From an optimization exercise on the open Yosys and OpenROAD flow, aimed at small area, a short achievable clock period and few clock cycles per item; shortcuts taken in it are not production practice. In this exercise RTL edits were held to simulation tests only and were not proved equivalent to the original.

==> flow/design.v (outline; a module is shown in full before it is edited, if it fits) <==
// module cellstep_coef: 269 lines
// module cellstep_div: 63 lines
// module cellstep_div_steps: 29 lines
// module cellstep: 4083 lines
module cellstep (
    input  wire        clk,
    input  wire        rst,
    input  wire        in_valid,
    output wire        in_ready,
    input  wire        rec_valid,
    input  wire        rec_pend,
    input  wire        rec_out,
    input  wire        hold,
    input  wire [31:0] dcur,
    input  wire [31:0] dstep,
    input  wire [31:0] gcur,
    input  wire [31:0] gstep,
    input  wire [15:0] nrem,
    input  wire [15:0] plen,
    input  wire [31:0] td,
    input  wire [31:0] tg,
    input  wire [31:0] x_m1,      
    input  wire [31:0] x_0,       
    input  wire [31:0] x_p1,      
    input  wire [31:0] x_p2,      
    output wire        out_valid,
    input  wire        out_ready,
    output wire        o_valid,
    output wire        o_pend,
    output wire [31:0] o_dcur,
    output wire [31:0] o_dstep,
    output wire [31:0] o_gcur,
    output wire [31:0] o_gstep,
    output wire [15:0] o_nrem,
    output wire [47:0] contrib
);
  // ...
==> flow/run.sh <==
#!/bin/bash
# synth_recipe.tcl (not shown) runs the flow's synth.tcl, then flattens the netlist and writes it again
# the make line also repeats each setting of config.mk as NAME=value (left out here)
make -C /OpenROAD-flow-scripts/flow DESIGN_CONFIG=/design/flow/config.mk WORK_HOME=/design/flow/orfs CLKGATE_MAP_FILE= SYNTH_SCRIPT=/design/flow/synth_recipe.tcl finish
==> flow/config.mk <==
export PLATFORM = sky130hd
export DESIGN_NAME = cellstep
export DESIGN_NICKNAME = cellstep
export VERILOG_FILES = /design/flow/design.v
export SDC_FILE = /design/flow/constraint.sdc
export NUM_CORES = 4
export LEC_CHECK = 0
export ABC_CLOCK_PERIOD_IN_PS = 4000
export CAP_MARGIN = 20
export CORE_MARGIN = 2
export CORE_UTILIZATION = 40
export SLEW_MARGIN = 20
export SYNTH_MEMORY_MAX_BITS = 32768
==> flow/constraint.sdc <==
create_clock -name core_clock -period 12.0 [get_ports {clk}]
set_input_delay 2.4000 -clock core_clock [delete_from_list [all_inputs] [get_ports {clk}]]
set_output_delay 2.4000 -clock core_clock [all_outputs]
set_load 0.01 [all_outputs]
==> insert_results.sql, run 1 <==
INSERT INTO impl_metrics (metric_group, metric, value, unit) VALUES
('run_status', 'status', 'finished clean', ''),
('floorplanning', 'io-pin-count', '556', ''),
('global_routing', 'globalRouteMet3Util', '8.91', '%'),
('yosys', 'synth-main-ff-cell', 'edfxtp_1', ''),
('cts', 'clk_latency', '0.89', 'ns'),
('global_routing', 'busiest_layer', 'met2', ''),
('cells_and_area', 'final.signal_buffer_count', '872', ''),
('worst_setup_path', 'worstPathArrival', '9.92', 'ns'),
('worst_hold_path', 'hold_class', 'flop to flop', ''),
('cells_and_area', 'nFlopsAndLatches', '1294', ''),
('global_routing', 'groute.usage.overall', '29.7', '%'),
('cts', 'clock-root-buffer', 'clkbuf_16', ''),
('timing', 'hold-worst-slack', '0.333', 'ns'),
('yosys', 'synthesized_area_fraction_occupied_by_adder_cells', '24.8', '%'),
('cells_and_area', 'finalCoreUtilization', '45.0', '%'),
('worst_setup_path', 'timing.critical_path.from_type', 'flop', ''),
('cells_and_area', 'max_flop_register', 't2a2', ''),
('yosys', 'synth-compound-area-share', '17.6', '%'),
('global_routing', 'grt_use_met1', '39.9', '%'),
('worst_setup_path', 'critical_path.reg2reg.endpoint', 'u_div.rg[1]', ''),
('worst_setup_path', 'cp-end-kind', 'flop', ''),
('cts', 'cts_resized', '0', ''),
('cells_and_area', 'fillers', '31300', ''),
('cts', 'path_clk_slew', '0.07', 'ns'),
('yosys', 'synth_common_cells', '1250 x edfxtp_1, 1178 x inv_1, 1174 x fa_1', ''),
('global_routing', 'grt-ovfl-total', '0', ''),
('cts', 'ctsHoldBuffers', '0', ''),
('cells_and_area', 'antenna_cells', '24', ''),
('cells_and_area', 'clk_cell_area_share', '3.60', '%'),
('floorplanning', 'core_area', '328000', 'µm²'),
('yosys', 'yosys.area_share.xor_xnor', '11.6', '%'),
('cells_and_area', 'fin_nets', '15800', ''),
('cts', 'clock_tree_sinks', '1294', ''),
('cells_and_area', 'area.growth.synth_to_final', '11.7', '%'),
('detailed_routing', 'met2WireLength', '216000', 'µm'),
('floorplanning', 'initial_utilization', '40.3', '%');
Testbench counts, summed over its fixed seeds: cycles 6,301, items 4,800.
==> module cellstep_div, before the edit <==
module cellstep_div (
    input  wire        clk,
    input  wire        rst,
    input  wire        start,
    input  wire        consume,
    input  wire [31:0] adiv,      
    input  wire [31:0] gdiv,      
    input  wire [15:0] n,
    input  wire [17:0] n3,        
    output wire        idle,
    output reg         done,
    output wire [31:0] qd,
    output wire [31:0] qg
);
    reg        busy;
    reg [2:0]  cnt;
    reg [31:0] ad, ag;
    reg [15:0] rd, rg;
    reg [15:0] nr;
    reg [17:0] n3r;
    wire [31:0] a_d = start ? {adiv[27:0], 4'd0} : ad;
    wire [31:0] a_g = start ? {gdiv[27:0], 4'd0} : ag;
    wire [15:0] r_d = start ? {12'd0, adiv[31:28]} : rd;
    wire [15:0] r_g = start ? {12'd0, gdiv[31:28]} : rg;
    wire [15:0] nn  = start ? n : nr;
    wire [17:0] nn3 = start ? n3 : n3r;
    wire [31:0] a_d2, a_g2;
    wire [15:0] r_d2, r_g2;
    cellstep_div_steps u_sd (.a(a_d), .r(r_d), .n(nn), .n3(nn3), .a_o(a_d2), .r_o(r_d2));
    cellstep_div_steps u_sg (.a(a_g), .r(r_g), .n(nn), .n3(nn3), .a_o(a_g2), .r_o(r_g2));
    always @(posedge clk) begin
        if (rst) begin
            busy <= 1'b0;
            done <= 1'b0;
        end else if (start) begin
            busy <= 1'b1;
        end else if (busy) begin
            if (cnt == 3'd6) begin
                busy <= 1'b0;
                done <= 1'b1;
            end
        end else if (consume) begin
            done <= 1'b0;
        end
        if (start)
            cnt <= 3'd1;
        else if (busy)
            cnt <= cnt + 3'd1;
        if (start || busy) begin
            ad <= a_d2;
            ag <= a_g2;
            rd <= r_d2;
            rg <= r_g2;
        end
        if (start) begin
            nr  <= n;
            n3r <= n3;
        end
    end
    assign idle = ~busy & ~done;
    assign qd = ad;
    assign qg = ag;
endmodule
==> run 2, diff against run 1 <==
--- a/flow/design.v
+++ b/flow/design.v
@@ -269,57 +269,60 @@
 endmodule
 module cellstep_div (
     input  wire        clk,
     input  wire        rst,
     input  wire        start,
     input  wire        consume,
     input  wire [31:0] adiv,      
     input  wire [31:0] gdiv,      
+    input  wire [11:0] rdiv,      
+    input  wire [11:0] rgdiv,
+    input  wire [2:0]  c,         
     input  wire [15:0] n,
     input  wire [17:0] n3,        
     output wire        idle,
     output reg         done,
     output wire [31:0] qd,
     output wire [31:0] qg
 );
     reg        busy;
     reg [2:0]  cnt;
     reg [31:0] ad, ag;
     reg [15:0] rd, rg;
     reg [15:0] nr;
     reg [17:0] n3r;
-    wire [31:0] a_d = start ? {adiv[27:0], 4'd0} : ad;
-    wire [31:0] a_g = start ? {gdiv[27:0], 4'd0} : ag;
-    wire [15:0] r_d = start ? {12'd0, adiv[31:28]} : rd;
-    wire [15:0] r_g = start ? {12'd0, gdiv[31:28]} : rg;
+    wire [31:0] a_d = start ? adiv : ad;
+    wire [31:0] a_g = start ? gdiv : ag;
+    wire [15:0] r_d = start ? {4'd0, rdiv} : rd;
+    wire [15:0] r_g = start ? {4'd0, rgdiv} : rg;
     wire [15:0] nn  = start ? n : nr;
     wire [17:0] nn3 = start ? n3 : n3r;
     wire [31:0] a_d2, a_g2;
     wire [15:0] r_d2, r_g2;
     cellstep_div_steps u_sd (.a(a_d), .r(r_d), .n(nn), .n3(nn3), .a_o(a_d2), .r_o(r_d2));
     cellstep_div_steps u_sg (.a(a_g), .r(r_g), .n(nn), .n3(nn3), .a_o(a_g2), .r_o(r_g2));
     always @(posedge clk) begin
         if (rst) begin
             busy <= 1'b0;
             done <= 1'b0;
         end else if (start) begin
             busy <= 1'b1;
         end else if (busy) begin
-            if (cnt == 3'd6) begin
+            if (cnt == 3'd1) begin
                 busy <= 1'b0;
                 done <= 1'b1;
             end
         end else if (consume) begin
             done <= 1'b0;
         end
         if (start)
-            cnt <= 3'd1;
+            cnt <= c - 3'd1;
         else if (busy)
-            cnt <= cnt + 3'd1;
+            cnt <= cnt - 3'd1;
         if (start || busy) begin
             ad <= a_d2;
             ag <= a_g2;
             rd <= r_d2;
             rg <= r_g2;
         end
         if (start) begin
             nr  <= n;
@@ -415,16 +418,23 @@
     wire [32:0] in_dd1 = {1'b0, td} - {1'b0, dcur};
     wire [31:0] in_dd2 = dcur - td;
     wire        in_dneg = in_dd1[32];
     wire [31:0] in_dabs = in_dneg ? in_dd2 : in_dd1[31:0];
     wire [32:0] in_gd1 = {tg[31], tg} - {gcur[31], gcur};
     wire [32:0] in_gd2 = {gcur[31], gcur} - {tg[31], tg};
     wire        in_gneg = in_gd1[32];
     wire [31:0] in_gabs = in_gneg ? in_gd2[31:0] : in_gd1[31:0];
+    wire        in_n12 = (in_n[15:12] != 4'd0);
+    wire        in_n8  = (in_n[15:8] != 8'd0);
+    wire [2:0]  in_c   = in_n12 ? 3'd5 : in_n8 ? 3'd6 : 3'd7;
+    wire [31:0] in_da  = in_n12 ? {in_dabs[19:0], 12'd0} : in_n8 ? {in_dabs[23:0], 8'd0} : {in_dabs[27:0], 4'd0};
+    wire [31:0] in_ga  = in_n12 ? {in_gabs[19:0], 12'd0} : in_n8 ? {in_gabs[23:0], 8'd0} : {in_gabs[27:0], 4'd0};
+    wire [11:0] in_dr  = in_n12 ? in_dabs[31:20] : in_n8 ? {4'd0, in_dabs[31:24]} : {8'd0, in_dabs[31:28]};
+    wire [11:0] in_gr  = in_n12 ? in_gabs[31:20] : in_n8 ? {4'd0, in_gabs[31:24]} : {8'd0, in_gabs[31:28]};
     wire        in_k0 = (dcur[31:20] == 12'd0);
     wire [32:0] in_d0 = in_k0 ? 33'd0 : ({x_m1[31], x_m1} - {x_0[31], x_0});
     wire [32:0] in_d2 = {x_p1[31], x_p1} - {x_0[31], x_0};
     wire [32:0] in_d3 = {x_p2[31], x_p2} - {x_0[31], x_0};
     wire signed [17:0] h0, h1, h2, h3;
     cellstep_coef u_coef (.phase(dcur[19:12]), .h0(h0), .h1(h1), .h2(h2), .h3(h3));
     wire [6:0]  in_b0one, in_b0two, in_b0neg, in_b3one, in_b3two, in_b3neg;
     wire [8:0]  in_b2one, in_b2two, in_b2neg;
@@ -450,16 +460,18 @@
             assign in_b2neg[gi] = h2x[2*gi+2];
         end
     endgenerate
     reg        rv0, pend0, out0, hold0;
     reg [31:0] dcur0, dstep0, gcur0, gstep0;
     reg [15:0] nrem0, n0;
     reg [17:0] n3_0;
     reg [31:0] dabs0, gabs0;
+    reg [11:0] dr0, gr0;
+    reg [2:0]  c0;
     reg        dneg0, gneg0;
     reg [31:0] x1_1;
     reg [32:0] d01, d21, d31;
     reg [6:0]  b0one1, b0two1, b0neg1, b3one1, b3two1, b3neg1;
     reg [8:0]  b2one1, b2two1, b2neg1;
     always @(posedge clk) begin
         if (rst)
             v0 <= 1'b0;
@@ -477,19 +489,22 @@
             hold0  <= hold;
             dcur0  <= dcur;
             dstep0 <= dstep;
             gcur0  <= gcur;
             gstep0 <= gstep;
             nrem0  <= nrem;
             n0     <= in_n;
             n3_0   <= in_n3;
-            dabs0  <= in_dabs;
+            dabs0  <= in_da;
+            dr0    <= in_dr;
+            c0     <= in_c;
             dneg0  <= in_dneg;
-            gabs0  <= in_gabs;
+            gabs0  <= in_ga;
+            gr0    <= in_gr;
             gneg0  <= in_gneg;
             x1_1   <= x_0;
             d01    <= in_d0;
             d21    <= in_d2;
             d31    <= in_d3;
             b0one1 <= in_b0one; b0two1 <= in_b0two; b0neg1 <= in_b0neg;
             b2one1 <= in_b2one; b2two1 <= in_b2two; b2neg1 <= in_b2neg;
             b3one1 <= in_b3one; b3two1 <= in_b3two; b3neg1 <= in_b3neg;
@@ -4402,17 +4417,18 @@
             t2a2    <= t2a;
             t2b2    <= t2b;
         end
     end
     wire [31:0] qd, qg;
     cellstep_div u_div (
         .clk(clk), .rst(rst),
         .start(div_start), .consume(mv2 & pd2),
-        .adiv(dabs0), .gdiv(gabs0), .n(n0), .n3(n3_0),
+        .adiv(dabs0), .gdiv(gabs0), .rdiv(dr0), .rgdiv(gr0), .c(c0),
+        .n(n0), .n3(n3_0),
         .idle(div_idle), .done(div_done), .qd(qd), .qg(qg));
     wire [63:0] prod2 = t2a2 + t2b2;
     wire [31:0] qds   = dneg2 ? 32'd0 - qd : qd;
     wire [31:0] ds2   = pd2 ? (zd2 ? 32'd0 : qds) : dstep2;
     wire [31:0] gs2   = pd2 ? (gneg2 ? 32'd0 - qg : qg) : gstep2;
     reg        r_valid, r_pend;
     reg [31:0] r_dcur, r_dstep, r_gcur, r_gstep;
     reg [15:0] r_nrem;
--- a/flow/config.mk
+++ b/flow/config.mk
@@ -4,10 +4,11 @@
 export VERILOG_FILES = /design/flow/design.v
 export SDC_FILE = /design/flow/constraint.sdc
 export NUM_CORES = 4
 export LEC_CHECK = 0
 export ABC_CLOCK_PERIOD_IN_PS = 4000
 export CAP_MARGIN = 20
 export CORE_MARGIN = 2
 export CORE_UTILIZATION = 40
+export SETUP_SLACK_MARGIN = 5
 export SLEW_MARGIN = 20
 export SYNTH_MEMORY_MAX_BITS = 32768
==> run 2 against run 1 <==
Net effect:
- still clean on timing, DRC and antenna
- via count grew 3.5%
- die area up 0.82%
- maximum frequency rose by 26%
- clock skew grew 0.0037 ns
- utilization up 1.6 points
- sequential cell count is 18 higher
- register-to-register slack gained 1.9 ns
- final area increased by 4.4%
- critical endpoint is now t2a2[39]
- highest routed layer unchanged
==> insert_results.sql, run 2 <==
INSERT INTO impl_metrics (metric_group, metric, value, unit) VALUES
('run_status', 'status', 'finished clean', ''),
('timing', 'worst_pin_slew', '1.24', 'ns'),
('detailed_routing', 'drt_wl_total', '538000', 'µm'),
('worst_setup_path', 'critPathKind', 'flop to flop', ''),
('yosys', 'register_area_share_after_synthesis', '29.3', '%'),
('worst_setup_path', 'critPathSlowestCell', 'fa_1', ''),
('worst_setup_path', 'worst_path_largest_cell_delay', '0.56', 'ns'),
('detailed_routing', 'via_cell_ratio', '6.09', ''),
('detailed_routing', 'detailedRoute.firstPassIterationCount', '9', ''),
('worst_setup_path', 'timing.critical_path.from_type', 'flop', ''),
('detailed_routing', 'avgRoutedWirePerCell', '29.2', 'µm'),
('cells_and_area', 'fin_nets', '16100', ''),
('yosys', 'synth_area_per_cell', '9.78', 'µm²'),
('yosys', 'async_flop_share', '0', '%'),
('global_routing', 'grt_start_max_net_pins', '148', ''),
('floorplanning', 'fp.dieH', '581', 'µm'),
('timing', 'slew_violations', '0', ''),
('timing', 'slew_headroom', '17.2', '%'),
('cts', 'path_clk_slew', '0.07', 'ns'),
('floorplanning', 'io-pin-count', '556', ''),
('detailed_routing', 'initialDrtViolationCount', '14400', ''),
('global_routing', 'vias_in_the_first_global_route', '108000', ''),
('yosys', 'library_cells_used_by_synthesis', '106', ''),
('global_routing', 'grt-ovfl-total', '0', ''),
('cells_and_area', 'post-route-cell-area', '154000', 'µm²'),
('placement', 'post_dp_cell_area', '143000', 'µm²'),
('worst_setup_path', 'timing.critical_path.required', '12.59', 'ns'),
('floorplanning', 'floorplan.die.width', '581', 'µm'),
('yosys', 'mappedNetlistArea', '133000', 'µm²'),
('yosys', 'yosysMostFrequentCell', 'edfxtp_1', ''),
('timing', 'finalHoldViolations', '0', ''),
('cts', 'cts_max_path_buffers', '4', ''),
('placement', 'global_placer_s_final_weighted_congestion', '1.01', ''),
('detailed_routing', 'drt_antenna_net_count', '0', ''),
('cells_and_area', 'max_flop_register', 't2a2', ''),
('cells_and_area', 'drive_gt1_share', '9.66', '%'),
('yosys', 'synth_common_cells', '1271 x edfxtp_1, 1201 x inv_1, 1174 x fa_1', ''),
('timing', 'grt_setup_unrepaired', 'true', ''),
('cells_and_area', 'fillers', '31200', ''),
('yosys', 'synth-warning-count', '4', ''),
('global_routing', 'number_of_antenna_violations_at_the_first_check_in_global_routing', '103', ''),
('cells_and_area', 'final_common_cell', 'edfxtp_1', ''),
('detailed_routing', 'route.detailed.drc', '0', ''),
('cts', 'ctsHtreeMaxLevel', '4', ''),
('placement', 'hpwlAfterDp', '375000', 'µm'),
('floorplanning', 'core_area', '331000', 'µm²'),
('global_routing', 'global_route_wire_length_before_repair', '768000', 'µm'),
('worst_hold_path', 'hold_class', 'flop to flop', ''),
('worst_setup_path', 'cp-end-kind', 'flop', ''),
('cts', 'clk_latency', '0.90', 'ns'),
('timing', 'finalCritPeriodShare', '61.0', '%'),
('cells_and_area', 'largest_registers', 't2a2 x64, t2b2 x63', ''),
('worst_setup_path', 'worstPathArrival', '7.90', 'ns'),
('yosys', 'synth-edff-count', '1271', ''),
('timing', 'clock.fmax', '137', 'MHz'),
('timing', 'setup_viol', '0', ''),
('yosys', 'synth_largest_type_area_fraction', '28.7', '%'),
('cts', 'clock-root-buffer', 'clkbuf_16', ''),
('cts', 'cts_tree', 'done', ''),
('cells_and_area', 'layout.cells.most_common_list', '1271 x edfxtp_1, 1173 x inv_1, 1107 x fa_1', ''),
('timing', 'worst_clock_skew', '0.0956', 'ns'),
('global_routing', 'groute.usage.overall', '30.8', '%'),
('floorplanning', 'die-area', '337000', 'µm²'),
('floorplanning', 'floorplan.rows', '211', ''),
('placement', 'numPortBuffers', '555', ''),
('timing', 'hold-worst-slack', '0.340', 'ns'),
('detailed_routing', 'num_vias', '112000', ''),
('worst_setup_path', 'timing.critical_path.fanout_max', '7', ''),
('timing', 'timing.setup.tns', '0', 'ns'),
('cells_and_area', 'area.growth.synth_to_final', '15.6', '%'),
('cells_and_area', 'largest_reg_flops', '64', ''),
('job', 'cap_violations', '0', ''),
('yosys', 'netlist_top_cells_area', 'edfxtp_1 29%, fa_1 18%, xor2_1 7.2%, ha_1 6.9%, xnor2_1 4.4%', ''),
('floorplanning', 'initial_utilization', '40.3', '%'),
('yosys', 'syn_inst', '13600', ''),
('cts', 'cts-buffers-inserted', '160', ''),
('yosys', 'synth.ff_latch_count', '1312', ''),
('yosys', 'synth_top_area_cell', 'edfxtp_1', ''),
('timing', 'min_period', '7.31', 'ns'),
('yosys', 'synth-main-ff-cell', 'edfxtp_1', ''),
('cts', 'clock_tree_sinks', '1312', '');
run 2: cell count changes in the layout (fill, tap and decap cells not counted), moves of 36 or more:
cell	previous run	this run
a22oi_1	724	765
buf_4	314	427
buf_12	5	54
o22ai_1	529	462
a21o_1	139	227
nor3_1	212	176
buf_6	1	37
a21oi_1	650	609
nand2_1	772	865
mux2i_1	133	94
fa_2	0	67
fa_1	1174	1107
run 2: path summary, 6_finish.rpt:
check                start       end  slack, ns  cells past startpoint
hold reg to reg   gcur0[9]  gcur1[9]       0.34                      0
setup / recovery   t1a1[2]  t2a2[39]       4.69                     26
setup reg to reg   t1a1[2]  t2a2[39]       4.69                     26
hold / removal    gcur0[9]  gcur1[9]       0.34                      0
run 2: repair_timing:
| action | 4_1_cts | 5_1_grt |
|---|---|---|
| hold buffers | 0 | 0 |
| setup endpoints to repair | 134 | 138 |
| buffers inserted | 115 | 105 |
| cloned | 29 | 8 |
| resized for setup | 327 | 281 |
| pin swaps | 207 | 192 |
run 2: kinds of logic after synthesis:
logic type,Yosys count,synth area share (%)
other,1,0.00282
adder cells (fa/ha/maj),1914,24.6
AND/OR/NAND/NOR,2642,9.19
flip-flops,1312,29.3
XOR/XNOR,1757,11.6
multiplexers,133,1.04
buffers and inverters,2225,6.36
AO/OA/AOI/OAI,3625,18.0
run 2: through the flow:
step / utilization [%] / setup WS [ns] / instances
after global placement: 43.2 / 2.40 / 17800
final: 46.5 / 4.69 / 18400
after global routing: 46.5 / 4.52 / 18400
after detailed placement: 43.2 / 2.41 / 17800
after CTS: 45.8 / 4.73 / 18300
after floorplan: - / 1.10 / 13600
run 2: cell type report:
class                   count  area [µm²]  area share [%]
well taps                4366        5460            3.55
diodes                     54         135          0.0878
clock inverters           100        1230           0.800
repair buffers           1105       11100            7.20
clock buffers             185        4120            2.68
flip-flops and latches   1312       39000            25.3
multi-input cells       10100       88400            57.4
inverters                1213        4580            2.97
repair inverters            1        5.00         0.00325
run 2: routing by layer:
| layer | GRT usage, % | up-vias | wire, µm |
|---|---|---|---|
| met5 | 0.340 | - | 397 |
| met2 | 44.9 | 7267 | 228000 |
| met3 | 10.1 | 1621 | 67400 |
| met1 | 40.8 | 55000 | 212000 |
| li1 | - | 48300 | - |
| met4 | 15.4 | 50 | 30400 |
run 2: worst max-delay path, delay by kind of cell, from the launching register on:
| kind | cells | cell delay (ns) |
|---|---|---|
| simple gates | 2 | 0.20 |
| buf+inv | 5 | 0.65 |
| fa+ha+maj | 7 | 3.32 |
| flops | 1 | 0.41 |
| compound gates | 10 | 2.08 |
| xor+xnor | 2 | 0.37 |
Testbench counts of run 2, summed over its fixed seeds: cycles 6,030, items 4,800.
==> run 3, diff against run 2 <==
--- a/flow/config.mk
+++ b/flow/config.mk
@@ -7,8 +7,8 @@
 export LEC_CHECK = 0
 export ABC_CLOCK_PERIOD_IN_PS = 4000
-export CAP_MARGIN = 20
+export CAP_MARGIN = 0
 export CORE_MARGIN = 2
 export CORE_UTILIZATION = 40
 export SETUP_SLACK_MARGIN = 5
-export SLEW_MARGIN = 20
+export SLEW_MARGIN = 0
 export SYNTH_MEMORY_MAX_BITS = 32768
==> run 3 against run 2 <==
Net effect:
- first-iteration DRC count is essentially flat
- critical path depth unchanged
- sequential share of layout area about the same
- worst hold slack lost 0.0062 ns
- final cell count is essentially flat
- count of clock-buffer cells in the layout did not move
- sequential cell count unchanged
- setup slack lost 0.026 ns
- routed wire length is essentially flat
- die area unchanged
==> insert_results.sql, run 3 <==
INSERT INTO impl_metrics (metric_group, metric, value, unit) VALUES
('worst_setup_path', 'worstPathArrival', '7.92', 'ns'),
('yosys', 'async_flop_share', '0', '%'),
('floorplanning', 'core_area', '331000', 'µm²'),
('detailed_routing', 'route.detailed.drc', '0', ''),
('global_routing', 'grt_start_max_net_pins', '148', ''),
('yosys', 'synth_area_per_cell', '9.78', 'µm²'),
('placement', 'detailedPlace.worstSlack', '2.41', 'ns'),
('yosys', 'combinational_family_with_the_most_area_after_synthesis', 'adder cells', ''),
('global_routing', 'vias_in_the_first_global_route', '108000', ''),
('cts', 'clk_latency', '0.90', 'ns'),
('worst_hold_path', 'hold_class', 'flop to flop', ''),
('timing', 'postLayoutSetupSlackWorst', '4.66', 'ns'),
('global_routing', 'grt_use_met2', '44.9', '%'),
('yosys', 'synth-edff-count', '1271', ''),
('cts', 'clock-root-buffer', 'clkbuf_16', ''),
('cells_and_area', 'fillers', '31200', ''),
('cells_and_area', 'max_flop_register', 't2a2', ''),
('floorplanning', 'floorplan.die.width', '581', 'µm'),
('detailed_routing', 'drt_antenna_net_count', '0', ''),
('placement', 'post_dp_cell_area', '143000', 'µm²'),
('placement', 'hpwlAfterDp', '375000', 'µm'),
('global_routing', 'grt-ovfl-total', '0', ''),
('cts', 'cts_tree', 'done', ''),
('worst_setup_path', 'timing.critical_path.fanout_max', '7', ''),
('cells_and_area', 'drive_gt1_share', '9.64', '%'),
('yosys', 'synthesized_area_fraction_occupied_by_adder_cells', '24.6', '%'),
('floorplanning', 'initial_utilization', '40.3', '%'),
('yosys', 'mappedNetlistArea', '133000', 'µm²'),
('global_routing', 'globalRouteMet3Util', '10.1', '%'),
('yosys', 'synth.ff_latch_count', '1312', ''),
('yosys', 'synth-compound-area-share', '18.0', '%'),
('cts', 'clock_tree_sinks', '1312', ''),
('worst_setup_path', 'critPathSlowestCell', 'fa_1', ''),
('timing', 'clock.fmax', '136', 'MHz'),
('yosys', 'library_cells_used_by_synthesis', '106', ''),
('yosys', 'syn_inst', '13600', ''),
('yosys', 'yosys.area_share.xor_xnor', '11.6', '%'),
('worst_setup_path', 'timing.critical_path.required', '12.58', 'ns'),
('yosys', 'synth_top_area_cell', 'edfxtp_1', ''),
('global_routing', 'global_route_wire_length_before_repair', '768000', 'µm'),
('timing', 'slew_headroom', '6.72', '%'),
('placement', 'global_placer_s_final_weighted_congestion', '1.01', ''),
('cells_and_area', 'largest_registers', 't2a2 x64, t2b2 x63', ''),
('cells_and_area', 'finalCoreUtilization', '46.5', '%'),
('cts', 'cts_max_path_buffers', '4', ''),
('cells_and_area', 'layout.cells.most_common_list', '1271 x edfxtp_1, 1173 x inv_1, 1107 x fa_1', ''),
('floorplanning', 'die-area', '337000', 'µm²'),
('run_status', 'status', 'finished clean', ''),
('cts', 'path_clk_slew', '0.07', 'ns'),
('detailed_routing', 'num_vias', '112000', ''),
('yosys', 'yosys.area_share.simple', '9.19', '%'),
('detailed_routing', 'drt_wl_total', '538000', 'µm'),
('detailed_routing', 'avgRoutedWirePerCell', '29.2', 'µm'),
('detailed_routing', 'via_cell_ratio', '6.09', ''),
('worst_setup_path', 'worst_path_largest_cell_delay', '0.56', 'ns'),
('yosys', 'netlist_top_cells_area', 'edfxtp_1 29%, fa_1 18%, xor2_1 7.2%, ha_1 6.9%, xnor2_1 4.4%', ''),
('cells_and_area', 'final_common_cell', 'edfxtp_1', ''),
('floorplanning', 'floorplan.rows', '211', ''),
('worst_setup_path', 'timing.critical_path.from_type', 'flop', ''),
('worst_setup_path', 'critPathKind', 'flop to flop', ''),
('cells_and_area', 'area.growth.synth_to_final', '15.6', '%'),
('cells_and_area', 'post-route-cell-area', '154000', 'µm²'),
('yosys', 'synth_largest_type_area_fraction', '28.7', '%'),
('timing', 'min_period', '7.34', 'ns'),
('worst_setup_path', 'cp-end-kind', 'flop', ''),
('global_routing', 'groute.usage.overall', '30.8', '%'),
('timing', 'worst_clock_skew', '0.101', 'ns'),
('detailed_routing', 'initialDrtViolationCount', '14400', ''),
('timing', 'slew_violations', '0', ''),
('cells_and_area', 'largest_reg_flops', '64', ''),
('cts', 'ctsHtreeMaxLevel', '4', ''),
('global_routing', 'number_of_antenna_violations_at_the_first_check_in_global_routing', '103', ''),
('timing', 'setup_viol', '0', ''),
('detailed_routing', 'detailedRoute.firstPassIterationCount', '9', ''),
('job', 'cap_violations', '0', ''),
('cells_and_area', 'fin_nets', '16100', ''),
('placement', 'numPortBuffers', '555', ''),
('timing', 'finalHoldViolations', '0', ''),
('yosys', 'yosys-mux-area-fraction', '1.04', '%'),
('yosys', 'yosysMostFrequentCell', 'edfxtp_1', ''),
('yosys', 'register_area_share_after_synthesis', '29.3', '%'),
('timing', 'worst_pin_slew', '1.40', 'ns'),
('global_routing', 'grt_use_met1', '40.8', '%'),
('yosys', 'synth_common_cells', '1271 x edfxtp_1, 1201 x inv_1, 1174 x fa_1', ''),
('timing', 'timing.setup.tns', '0', 'ns'),
('timing', 'finalCritPeriodShare', '61.2', '%'),
('floorplanning', 'fp.dieH', '581', 'µm'),
('global_routing', 'busiest_layer', 'met2', ''),
('worst_setup_path', 'crit_buf_inv', '5', ''),
('timing', 'grt_setup_unrepaired', 'true', ''),
('worst_setup_path', 'cpLargestDelayFamily', 'adder cells', ''),
('cts', 'cts-buffers-inserted', '160', ''),
('cts', 'ctsHoldBuffers', '0', ''),
('yosys', 'synth-warning-count', '4', ''),
('yosys', 'synth-main-ff-cell', 'edfxtp_1', ''),
('floorplanning', 'io-pin-count', '556', '');
run 3: cell counts after synthesis:
Identical to the previous run, type by type.
run 3: layout make-up:
cell class	count	area, µm²	share of cell area [%]
diodes	60	150	0.0975
inverters	1213	4580	2.97
multi-input cells	10100	88400	57.4
repair inverters	1	5.00	0.00325
flip-flops and latches	1312	39000	25.3
well taps	4366	5460	3.55
clock inverters	100	1230	0.800
clock buffers	185	4120	2.68
repair buffers	1103	11000	7.17
run 3: cell families (layout without fill, tap and decap cells):
kind of cell / after synthesis / in the layout
xor gates and xnor gates: 1757 / 1757
buffers and inverters: 2225 / 2602
AOI/OAI and AO/OA: 3625 / 3626
adders and majority gates: 1914 / 1914
other: 1 / 62
and+or+nand+nor: 2642 / 2651
muxes: 133 / 133
DFF: 1312 / 1312
run 3: metrics by stage:
stage	instances	hold slack, ns
after floorplan	13600	0.400
after global placement	17800	0.400
after detailed placement	17800	0.405
after CTS	18300	0.330
after global routing	18400	0.326
final	18400	0.334
run 3: repair_timing:
| item | CTS | global route |
|---|---|---|
| pin swaps | 207 | 192 |
| resized for setup | 327 | 281 |
| setup endpoints to repair | 134 | 138 |
| gates cloned | 29 | 8 |
| setup buffers | 115 | 105 |
run 3: routing by layer:
metal  up-vias  wire length [µm]
li1      48300                 -
met5         -               337
met1     54900            212000
met3      1615             68200
met2      7398            227000
met4        42             30800
run 3: path summary, 6_finish.rpt:
| kind | start | endpoint | slack, ns | cells after the start |
|---|---|---|---|---|
| worst max-delay path | t1a1[2] | t2a2[39] | 4.66 | 26 |
| worst min-delay path | gcur0[9] | gcur1[9] | 0.33 | 0 |
| worst max register to register | t1a1[2] | t2a2[39] | 4.66 | 26 |
| worst min register to register | gcur0[9] | gcur1[9] | 0.33 | 0 |
==> run 4, diff against run 3 <==
==> flow/flow/run.sh (new file) <==
#!/bin/bash
# The standard layout (standard.sh, unchanged synthesis and steps),
# with the port buffers that buffer_ports inserts made plain buf_1 cells
# instead of the delay buffer it picks by default.
set -euo pipefail
bash standard.sh "BUFFER_PORTS_ARGS=-buffer_cell sky130_fd_sc_hd__buf_1" finish > flow_standard.log 2>&1
==> flow/standard.sh (new file) <==
#!/bin/bash
# synth_recipe.tcl (not shown) runs the flow's synth.tcl, then flattens the netlist and writes it again
# the make line also repeats each setting of config.mk as NAME=value (left out here)
make -C /OpenROAD-flow-scripts/flow DESIGN_CONFIG=/design/flow/config.mk WORK_HOME=/design/flow/orfs CLKGATE_MAP_FILE= SYNTH_SCRIPT=/design/flow/synth_recipe.tcl "${@:-finish}"
--- a/flow/config.mk
+++ b/flow/config.mk
@@ -7,8 +7,8 @@
 export LEC_CHECK = 0
 export ABC_CLOCK_PERIOD_IN_PS = 4000
-export CAP_MARGIN = 0
+export CAP_MARGIN = 20
 export CORE_MARGIN = 2
 export CORE_UTILIZATION = 40
 export SETUP_SLACK_MARGIN = 5
-export SLEW_MARGIN = 0
+export SLEW_MARGIN = 20
 export SYNTH_MEMORY_MAX_BITS = 32768
removed: flow/run.sh
==> run 4 against run 3 <==
Net effect:
- first-iteration DRC count up 2.7%
- final cell count down 0.11%
- worst hold slack better by 0.060 ns
==> insert_results.sql, run 4 <==
INSERT INTO impl_metrics (metric_group, metric, value, unit) VALUES
('run_status', 'status', 'finished clean', ''),
('cells_and_area', 'fin_nets', '16100', ''),
('worst_setup_path', 'reg2reg_depth', '30', ''),
('worst_hold_path', 'hold_class', 'flop to flop', ''),
('worst_setup_path', 'cp-end-kind', 'flop', ''),
('yosys', 'mappedNetlistArea', '133000', 'µm²'),
('worst_setup_path', 'worst_path_largest_cell_delay', '0.56', 'ns'),
('cts', 'ctsHoldBuffers', '0', ''),
('cells_and_area', 'drive_gt1_share', '9.25', '%'),
('cells_and_area', 'post-route-cell-area', '150000', 'µm²'),
('worst_setup_path', 'worstPathArrival', '8.06', 'ns'),
('floorplanning', 'io-pin-count', '556', ''),
('cts', 'clock_tree_sinks', '1312', ''),
('timing', 'finalHoldViolations', '0', ''),
('cts', 'clock-root-buffer', 'clkbuf_16', ''),
('global_routing', 'busiest_layer', 'met2', ''),
('placement', 'hpwlAfterDp', '373000', 'µm'),
('yosys', 'async_flop_share', '0', '%'),
('yosys', 'synth-main-ff-cell', 'edfxtp_1', ''),
('cts', 'cts-buffers-inserted', '162', ''),
('placement', 'detailedPlace.worstSlack', '2.24', 'ns'),
('detailed_routing', 'drt_wl_total', '533000', 'µm'),
('cells_and_area', 'area.growth.synth_to_final', '12.5', '%'),
('yosys', 'synth.ff_latch_count', '1312', ''),
('cells_and_area', 'largest_reg_flops', '64', ''),
('worst_setup_path', 'cpLargestDelayFamily', 'adder cells', ''),
('worst_setup_path', 'reg2reg_slack', '4.54', 'ns'),
('worst_setup_path', 'timing.critical_path.fanout_max', '6', ''),
('global_routing', 'vias_in_the_first_global_route', '108000', ''),
('placement', 'global_placer_s_final_weighted_congestion', '1.03', ''),
('timing', 'finalCritPeriodShare', '62.2', '%'),
('cells_and_area', 'final_common_cell', 'edfxtp_1', ''),
('cts', 'cts_tree', 'done', ''),
('floorplanning', 'die-area', '337000', 'µm²'),
('worst_setup_path', 'critPathKind', 'flop to flop', ''),
('placement', 'numPortBuffers', '555', ''),
('timing', 'min_period', '7.46', 'ns'),
('detailed_routing', 'avgRoutedWirePerCell', '29.0', 'µm'),
('floorplanning', 'core_area', '331000', 'µm²'),
('cells_and_area', 'max_flop_register', 't2a2', ''),
('yosys', 'register_area_share_after_synthesis', '29.3', '%'),
('worst_setup_path', 'startpoint_of_the_worst_register_to_register_path', 't1b1[2]', ''),
('global_routing', 'globalRouteMet3Util', '9.32', '%'),
('placement', 'post_dp_cell_area', '140000', 'µm²'),
('job', 'cap_violations', '0', ''),
('worst_setup_path', 'timing.critical_path.required', '12.60', 'ns'),
('floorplanning', 'floorplan.rows', '211', ''),
('floorplanning', 'initial_utilization', '40.3', '%'),
('worst_setup_path', 'timing.critical_path.from_type', 'flop', ''),
('timing', 'setup_viol', '0', ''),
('timing', 'slew_headroom', '15.2', '%'),
('global_routing', 'grt_start_max_net_pins', '155', ''),
('global_routing', 'grt_use_met2', '44.4', '%'),
('timing', 'worst_clock_skew', '0.0839', 'ns'),
('yosys', 'synth_common_cells', '1271 x edfxtp_1, 1201 x inv_1, 1174 x fa_1', ''),
('detailed_routing', 'drt_antenna_net_count', '0', ''),
('timing', 'slew_violations', '0', ''),
('global_routing', 'groute.usage.overall', '30.5', '%'),
('global_routing', 'grt-ovfl-total', '0', ''),
('worst_setup_path', 'critical_path.reg2reg.endpoint', 't2a2[39]', ''),
('cells_and_area', 'layout.area.seq', '39000', 'µm²'),
('global_routing', 'global_route_wire_length_before_repair', '760000', 'µm'),
('yosys', 'library_cells_used_by_synthesis', '106', ''),
('detailed_routing', 'route.detailed.drc', '0', ''),
('floorplanning', 'floorplan.die.width', '581', 'µm'),
('yosys', 'synth_area_per_cell', '9.78', 'µm²'),
('detailed_routing', 'initialDrtViolationCount', '14800', ''),
('worst_setup_path', 'logic_depth_of_the_worst_setup_path_including_buffers', '30', ''),
('global_routing', 'grt_use_met1', '40.9', '%'),
('cts', 'ctsHtreeMaxLevel', '4', ''),
('timing', 'hold-worst-slack', '0.394', 'ns'),
('detailed_routing', 'detailedRoute.firstPassIterationCount', '9', ''),
('timing', 'postLayoutSetupSlackWorst', '4.54', 'ns'),
('global_routing', 'number_of_antenna_violations_at_the_first_check_in_global_routing', '100', ''),
('worst_setup_path', 'crit_buf_inv', '10', ''),
('detailed_routing', 'num_vias', '112000', ''),
('worst_setup_path', 'worst_path_most_repeated_cell', 'fa_2', ''),
('placement', 'place.detailed.instances', '17800', ''),
('cts', 'path_clk_slew', '0.07', 'ns'),
('yosys', 'synth_top_area_cell', 'edfxtp_1', ''),
('worst_setup_path', 'critical_path.startpoint', 't1b1[2]', ''),
('cells_and_area', 'multi_input_comb_area', '88200', 'µm²'),
('worst_setup_path', 'timing.critical_path.to', 't2a2[39]', ''),
('timing', 'grt_setup_unrepaired', 'true', ''),
('timing', 'clock.fmax', '134', 'MHz'),
('worst_setup_path', 'critPathSlowestCell', 'fa_2', ''),
('floorplanning', 'fp.dieH', '581', 'µm'),
('yosys', 'synth-warning-count', '4', ''),
('yosys', 'synth-edff-count', '1271', ''),
('cts', 'clk_latency', '0.93', 'ns'),
('yosys', 'yosysMostFrequentCell', 'edfxtp_1', ''),
('yosys', 'netlist_top_cells_area', 'edfxtp_1 29%, fa_1 18%, xor2_1 7.2%, ha_1 6.9%, xnor2_1 4.4%', ''),
('cells_and_area', 'fillers', '31500', ''),
('cells_and_area', 'final_cell_count_no_fill', '18400', ''),
('cells_and_area', 'largest_registers', 't2a2 x64, t2b2 x63', ''),
('cts', 'cts_max_path_buffers', '4', ''),
('cells_and_area', 'finalCoreUtilization', '45.3', '%'),
('detailed_routing', 'via_cell_ratio', '6.08', ''),
('yosys', 'synth_largest_type_area_fraction', '28.7', '%'),
('timing', 'timing.setup.tns', '0', 'ns'),
('cells_and_area', 'layout.cells.most_common_list', '1271 x edfxtp_1, 1169 x inv_1, 1109 x fa_1', ''),
('timing', 'worst_pin_slew', '1.26', 'ns'),
('yosys', 'syn_inst', '13600', '');
[run 4: cell counts after synthesis]
Identical to the previous run, type by type.
[run 4: cell type report]
cell class	instances	share of cell area, %
clock inverters	105	0.726
repair inverters	2	0.0100
multi-input cells	10100	58.9
flip-flops and latches	1312	26.0
well taps	4366	3.65
diodes	54	0.0902
clock buffers	182	2.77
repair buffers	1086	4.78
inverters	1213	3.05
[run 4: kinds of logic (layout without fill, tap and decap cells)]
group / Yosys count / in the layout / synth area share [%]
flops: 1312 / 1312 / 29.3
buf+inv: 2225 / 2588 / 6.36
other cells: 1 / 56 / 0.00282
compound gates: 3625 / 3626 / 18.0
xor+xnor: 1757 / 1757 / 11.6
fa+ha+maj: 1914 / 1914 / 24.6
simple gates: 2642 / 2650 / 9.19
mux: 133 / 133 / 1.04
[run 4: worst min-delay path by stage]
| stage | slack, ns | startpoint | depth (start not counted) | to |
|---|---|---|---|---|
| floorplan | 0.40 | dcur0[0] | 0 | dcur1[0] |
| global placement | 0.40 | dneg1 | 0 | dneg2 |
| detailed placement | 0.40 | dcur0[2] | 0 | dcur1[2] |
| CTS | 0.39 | gcur0[2] | 0 | gcur1[2] |
| global route | 0.40 | dcur0[3] | 0 | dcur1[3] |
| finish | 0.39 | gcur0[2] | 0 | gcur1[2] |
[run 4: worst reg2reg max path, delay by kind of cell, from the launching register on]
kind                     cells  cell delay [ns]
AND/OR/NAND/NOR              1             0.13
buffers and inverters       10             1.20
AO/OA/AOI/OAI               11             1.98
adder cells (fa/ha/maj)      7             3.31
XOR/XNOR                     1             0.19
flip-flops                   1             0.37
[run 4: what timing repair did]
item	in CTS	in global routing
endpoints found under the setup margin	139	136
cloned	28	3
gates resized for setup	279	299
pin swaps	143	221
setup buffers	115	97
[run 4: per-layer routing]
layer	part of all wire, %	up-vias
met3	12	1524
li1	-	48300
met1	40	54900
met2	42	7136
met5	0.12	-
met4	5.5	48

[afterwards: timing with drivers on the ports]
Ports are ideal in the flow. The routed layouts listed here were re-timed in OpenROAD.
Step 1, drivers: a clkbuf_16 drives clk and a buf_2 each remaining input, both assumed.
Step 2 times the ports against the registers' clock, not the clock port: input delays grow and output delays shrink by t, the midpoint of the rising clock arrivals with the driver on.
a / b / c = no drivers / after step 1 / after step 2; a / b = the first two.
| run | t, ns | slack for setup (ns) | worst data-port slew with drivers (ns) |
|---|---|---|---|
| run 1 | 0.945 | 2.751 / 2.751 / 2.751 | 0.29 |
| run 2 | 0.951 | 4.685 / 4.685 / 4.111 | 0.29 |
| run 3 | 0.949 | 4.659 / 4.659 / 4.169 | 0.29 |
| run 4 | 0.986 | 4.537 / 4.537 / 4.078 | 0.31 |
After both steps every run listed still meets setup and hold. For run 2, which loses most, drivers alone change the setup slack by 0.000 ns; drivers and shift together by -0.574 ns.
